Background: an optimization exercise with open tools, aiming at small area, a short achievable clock period and few clock cycles. Do not read the settings as production practice. In this exercise RTL edits were held to simulation tests only and were not proved equivalent to the original. Power and IR drop assume default switching activity.

## the reference run
==> flow/design.v (excerpt) <==
module mcv_cal (
    input  wire        clk,
    input  wire        rst,
    input  wire        s_valid,
    output wire        s_ready,
    input  wire [1:0]  s_op,       
    input  wire [2:0]  s_conv,
    input  wire [27:0] s_data,
    output reg         o_valid,
    output reg         o_kind,     
    output reg  [2:0]  o_conv,
    output reg  [11:0] o_raw,
    output reg         o_clamp,
    output reg         o_ok,
    output reg  [15:0] o_gain,
    output reg  [11:0] o_offset
);
    localparam OP_MEAS    = 2'd0;
    localparam OP_CAL     = 2'd1;
    localparam OP_RESTART = 2'd2;
    localparam OP_LOAD    = 2'd3;
    integer i;
    reg        busy;             
    reg        rdy;              
    assign s_ready = rdy;
    reg [11:0] cal_off  [0:7];
    reg [15:0] cal_gain [0:7];
    reg [5:0]  cal_cnt  [0:7];
    reg [16:0] sum_lo   [0:7];
    reg [16:0] sum_hi   [0:7];
    reg [7:0]  ld;
    reg [7:0]  em;
    reg [7:0]  hv;
    reg [7:0]  lt;
    reg [7:0]  ld_nx, em_nx, hv_nx, lt_nx;      
    reg        a_v;
    reg [1:0]  a_op;
    reg [2:0]  a_conv;
    reg [27:0] a_data;
    reg [7:0]  a_sm;             
    reg        a_md;             
    reg [7:0]  a_gc;             
    reg [7:0]  a_gh;             
    wire [7:0] s_dec  = 8'd1 << s_conv;
    wire       s_take = s_valid & rdy;
    wire       s_meas = s_op == OP_MEAS;
  ...
==> flow/config.mk <==
export PLATFORM = sky130hd
export DESIGN_NAME = mcv_cal
export DESIGN_NICKNAME = mcv_cal
export VERILOG_FILES = /design/flow/design.v
export SDC_FILE = /design/flow/constraint.sdc
export NUM_CORES = 4
export LEC_CHECK = 0
export CAP_MARGIN = 20
export CORE_MARGIN = 2
export CORE_UTILIZATION = 40
export CTS_CLUSTER_SIZE = 25
export SLEW_MARGIN = 20
==> flow/constraint.sdc <==
create_clock -name core_clock -period 12.0 [get_ports {clk}]
set_input_delay 2.4000 -clock core_clock [delete_from_list [all_inputs] [get_ports {clk}]]
set_output_delay 2.4000 -clock core_clock [all_outputs]
set_load 0.01 [all_outputs]
standard.sh (not shown) runs the stock make flow with config.mk's settings and CLKGATE_MAP_FILE= SYNTH_SCRIPT=/design/flow/synth_recipe.tcl, a recipe that flattens the netlist after the stock synthesis.
==> flow/flow/run.sh <==
#!/bin/bash
# The standard layout (standard.sh: the standard synthesis and the ORFS
# steps with the standard flow's config.mk and constraint.sdc, unchanged), with two
# changes to how ORFS builds it:
# - repair_timing is asked to leave more setup slack than the default, so
#   that it also shortens paths that already meet the design's clock period;
# - the buffers that ORFS puts on every input and output port are buf_4
#   cells instead of the slow delay cells it picks by default.
set -euo pipefail
bash standard.sh SETUP_SLACK_MARGIN=8.4 \
    "BUFFER_PORTS_ARGS=-buffer_cell sky130_fd_sc_hd__buf_4" finish > run_make.log 2>&1
The reference run: full flow OK, the timing, design-rule and antenna checks passed
Testbench counts of the reference run, summed over its fixed seeds: cycles 19,150.
Changes in the trial run relative to the reference run:
Settings: CTS_CLUSTER_SIZE removed (was 25).
==> flow/run.sh (new file) <==
#!/bin/bash
# synth_recipe.tcl (not shown) runs the flow's synth.tcl, then flattens the netlist and writes it again
# the make line also repeats each setting of config.mk as NAME=value (left out here)
make -C /OpenROAD-flow-scripts/flow DESIGN_CONFIG=/design/flow/config.mk WORK_HOME=/design/flow/orfs CLKGATE_MAP_FILE= SYNTH_SCRIPT=/design/flow/synth_recipe.tcl finish
removed: flow/flow/run.sh
removed: flow/standard.sh
==> comparison <==
The trial run has completed all stages; timing, DRC and antenna checks passed. Fmax: the trial run lower than the reference run. In the flow results for the reference run and the trial run, the signal arrival time at the worst endpoint is larger on the trial run. Reported for the reference run and the trial run, DRC violations left turned out identical to the last digit. Taking the reference run as the reference point, the number of non-clock buffers in the layout of the trial run falls by 29%. Taking the reference run as the reference, in the trial run fraction of met2 tracks used by global routing went down 1.1 points, number of post-CTS setup repair buffers went down 32, sum of routed wire segments on met1 went down 1.9%, placed instance count held, total design power went up 1.3%.


Setup of run A:
Another version of the RTL of mcv_cal (not shown whole).
Size: about 3,300 cells after synthesis, ~850 flip-flops, roughly 84 I/O pins, about 41,000 um^2 of cells after synthesis.
Settings: LEC_CHECK=0, CAP_MARGIN=20, CORE_MARGIN=2, CORE_UTILIZATION=65, SLEW_MARGIN=20; clock period 12.0 ns.
==> flow/flow/run.sh <==
#!/bin/bash
# The standard layout (standard.sh: the standard synthesis and the ORFS
# steps with the standard flow's config.mk and constraint.sdc, unchanged), with ORFS's
# repair_timing asked to leave more setup slack than the default, so that it
# also shortens paths that already meet the design's clock period.
set -euo pipefail
MARGIN=${MARGIN:-8}
bash standard.sh SETUP_SLACK_MARGIN=$MARGIN finish > run_make.log 2>&1
Testbench counts of run A, summed over its fixed seeds: cycles 19,150.
Input-level comparison between run B and run A:
Settings: CORE_UTILIZATION: 65 -> 40.
--- outcome ---
Row sequential share of cell area: run B lower / run A higher. Total number of placement rows: run A and run B compared, lower one is run A. Relative to run A, the number of filler instances in the final layout of run B is higher by 120%. On number of clock buffers in the layout: between run A and run B, it ends up lower for run A. Setup slack: run B more than run A. Measured against each other, run A and run B differ in fraction of layout instances using a drive strength above 1, the higher figure coming from run A. Worst hold slack | run B below run A.


mcv_cal, a different RTL version from the one above (not shown whole).
Size: roughly 3400 cells after synthesis, roughly 41000 um^2 of cells after synthesis.
clock: 12.0 ns
lec_check: 0
cap_margin: 20
core_margin: 2
core_utilization: 40
slew_margin: 20
==> flow/flow/run.sh <==
#!/bin/bash
# The standard layout (standard.sh: the standard synthesis and the ORFS
# steps with the standard flow's config.mk and constraint.sdc, unchanged), with two
# changes to how ORFS builds it:
# - repair_timing is asked to leave more setup slack than the default, so
#   that it also shortens paths that already meet the design's clock period;
# - the buffers that ORFS puts on every input and output port are buf_4
#   cells instead of the slow delay cells it picks by default.
set -euo pipefail
bash standard.sh SETUP_SLACK_MARGIN=8.4 \
    "BUFFER_PORTS_ARGS=-buffer_cell sky130_fd_sc_hd__buf_4" finish > run_make.log 2>&1
The baseline passed the timing, design-rule and antenna checks.
Testbench counts at the start, summed over its fixed seeds: cycles 19,150.
Edit:
==> flow/run.sh (new file) <==
#!/bin/bash
# synth_recipe.tcl (not shown) runs the flow's synth.tcl, then flattens the netlist and writes it again
# the make line also repeats each setting of config.mk as NAME=value (left out here)
make -C /OpenROAD-flow-scripts/flow DESIGN_CONFIG=/design/flow/config.mk WORK_HOME=/design/flow/orfs CLKGATE_MAP_FILE= SYNTH_SCRIPT=/design/flow/synth_recipe.tcl finish
removed: flow/flow/run.sh
removed: flow/standard.sh
Wire length barely changes.
Hold slack got worse by 0.0055 ns.
Clock power stays flat.
Worst setup slack gets worse by 0.58 ns.
Cell area goes down by about 0.3%.
Synthesized cell count is unchanged.
Global-route usage falls by 0.16 points.
First-iteration DRC count falls by 2.0%.
Core utilization shrinks by 0.14 points.
Edit:
==> flow/flow/run.sh (new file) <==
#!/bin/bash
# The standard layout (standard.sh: the standard synthesis and the ORFS
# steps with the standard flow's config.mk and constraint.sdc, unchanged), with two
# changes to how ORFS builds it:
# - repair_timing is asked to leave more setup slack than the default, so
#   that it also shortens paths that already meet the design's clock period;
# - the buffers that ORFS puts on every input and output port are buf_4
#   cells instead of the slow delay cells it picks by default.
set -euo pipefail
bash standard.sh SETUP_SLACK_MARGIN=8.5 \
    "BUFFER_PORTS_ARGS=-buffer_cell sky130_fd_sc_hd__buf_4" finish > run_make.log 2>&1
==> flow/standard.sh (new file) <==
#!/bin/bash
# synth_recipe.tcl (not shown) runs the flow's synth.tcl, then flattens the netlist and writes it again
# the make line also repeats each setting of config.mk as NAME=value (left out here)
make -C /OpenROAD-flow-scripts/flow DESIGN_CONFIG=/design/flow/config.mk WORK_HOME=/design/flow/orfs CLKGATE_MAP_FILE= SYNTH_SCRIPT=/design/flow/synth_recipe.tcl "${@:-finish}"
- CTS_BUF_LIST: default -> sky130_fd_sc_hd__clkbuf_8
removed: flow/run.sh
Synthesized cell count is unchanged. Via count came out higher by 2.4%. Cell area increases by 0.93%. Maximum frequency grows by 12%. Worst hold slack improved by 0.0092 ns.
Edit:
--- a/flow/flow/run.sh
+++ b/flow/flow/run.sh
@@ -9,3 +9,3 @@
 set -euo pipefail
-bash standard.sh SETUP_SLACK_MARGIN=8.5 \
+bash standard.sh SETUP_SLACK_MARGIN=8.6 \
     "BUFFER_PORTS_ARGS=-buffer_cell sky130_fd_sc_hd__buf_4" finish > run_make.log 2>&1
- CTS_BUF_LIST: sky130_fd_sc_hd__clkbuf_8 -> default
Via count goes down by 1.3%.
Cell area goes up by 1.7%.
Fmax goes up by 3.6%.
Wire length hardly moves.
Non-clock buffer count goes up by 28.
Worst hold slack hardly moves.
Clock skew is about the same.

-- re-timing with driven ports --
In the flow no input, the clock included, has a driving cell. The finished layouts below were timed again as built, in two steps.
Step 1 sets driving cells, clkbuf_16 on the clock port and buf_2 on the other inputs (assumed; they add their load-dependent delay and slew).
Step 2 times the ports against the registers' clock, not the clock port: input delays grow and output delays shrink by t, the midpoint of the rising clock arrivals with the driver on.
Three values: ideal, step 1, step 2; two values: the first two.
| run | t (ns) | setup slack, ns | slew at the worst register clock pin (ns) | worst data-port slew with drivers (ns) |
|---|---|---|---|---|
| the reference run | 0.726 | 8.411 / 8.340 / 7.945 | 0.07 / 0.07 | 0.06 |
| the trial run | 0.727 | 7.365 / 7.411 / 6.684 | 0.07 / 0.07 | 0.06 |
| run A | 0.695 | 7.955 / 7.955 / 7.452 | 0.07 / 0.07 | 0.04 |
| run B | 0.738 | 8.045 / 7.991 / 7.420 | 0.07 / 0.07 | 0.08 |
| the first run of note 3 | 0.732 | 8.428 / 8.363 / 8.151 | 0.07 / 0.07 | 0.09 |
| the second run of note 3 | 0.720 | 7.845 / 7.836 / 7.649 | 0.07 / 0.07 | 0.05 |
| the third run of note 3 | 0.872 | 8.302 / 8.236 / 8.263 | 0.07 / 0.07 | 0.05 |
| the fourth run of note 3 | 0.736 | 8.431 / 8.368 / 8.106 | 0.07 / 0.07 | 0.08 |
After both steps setup and hold are still met in every run listed. The setup slack of the trial run, which loses most, moves by +0.046 ns with the drivers and by -0.681 ns with both steps.
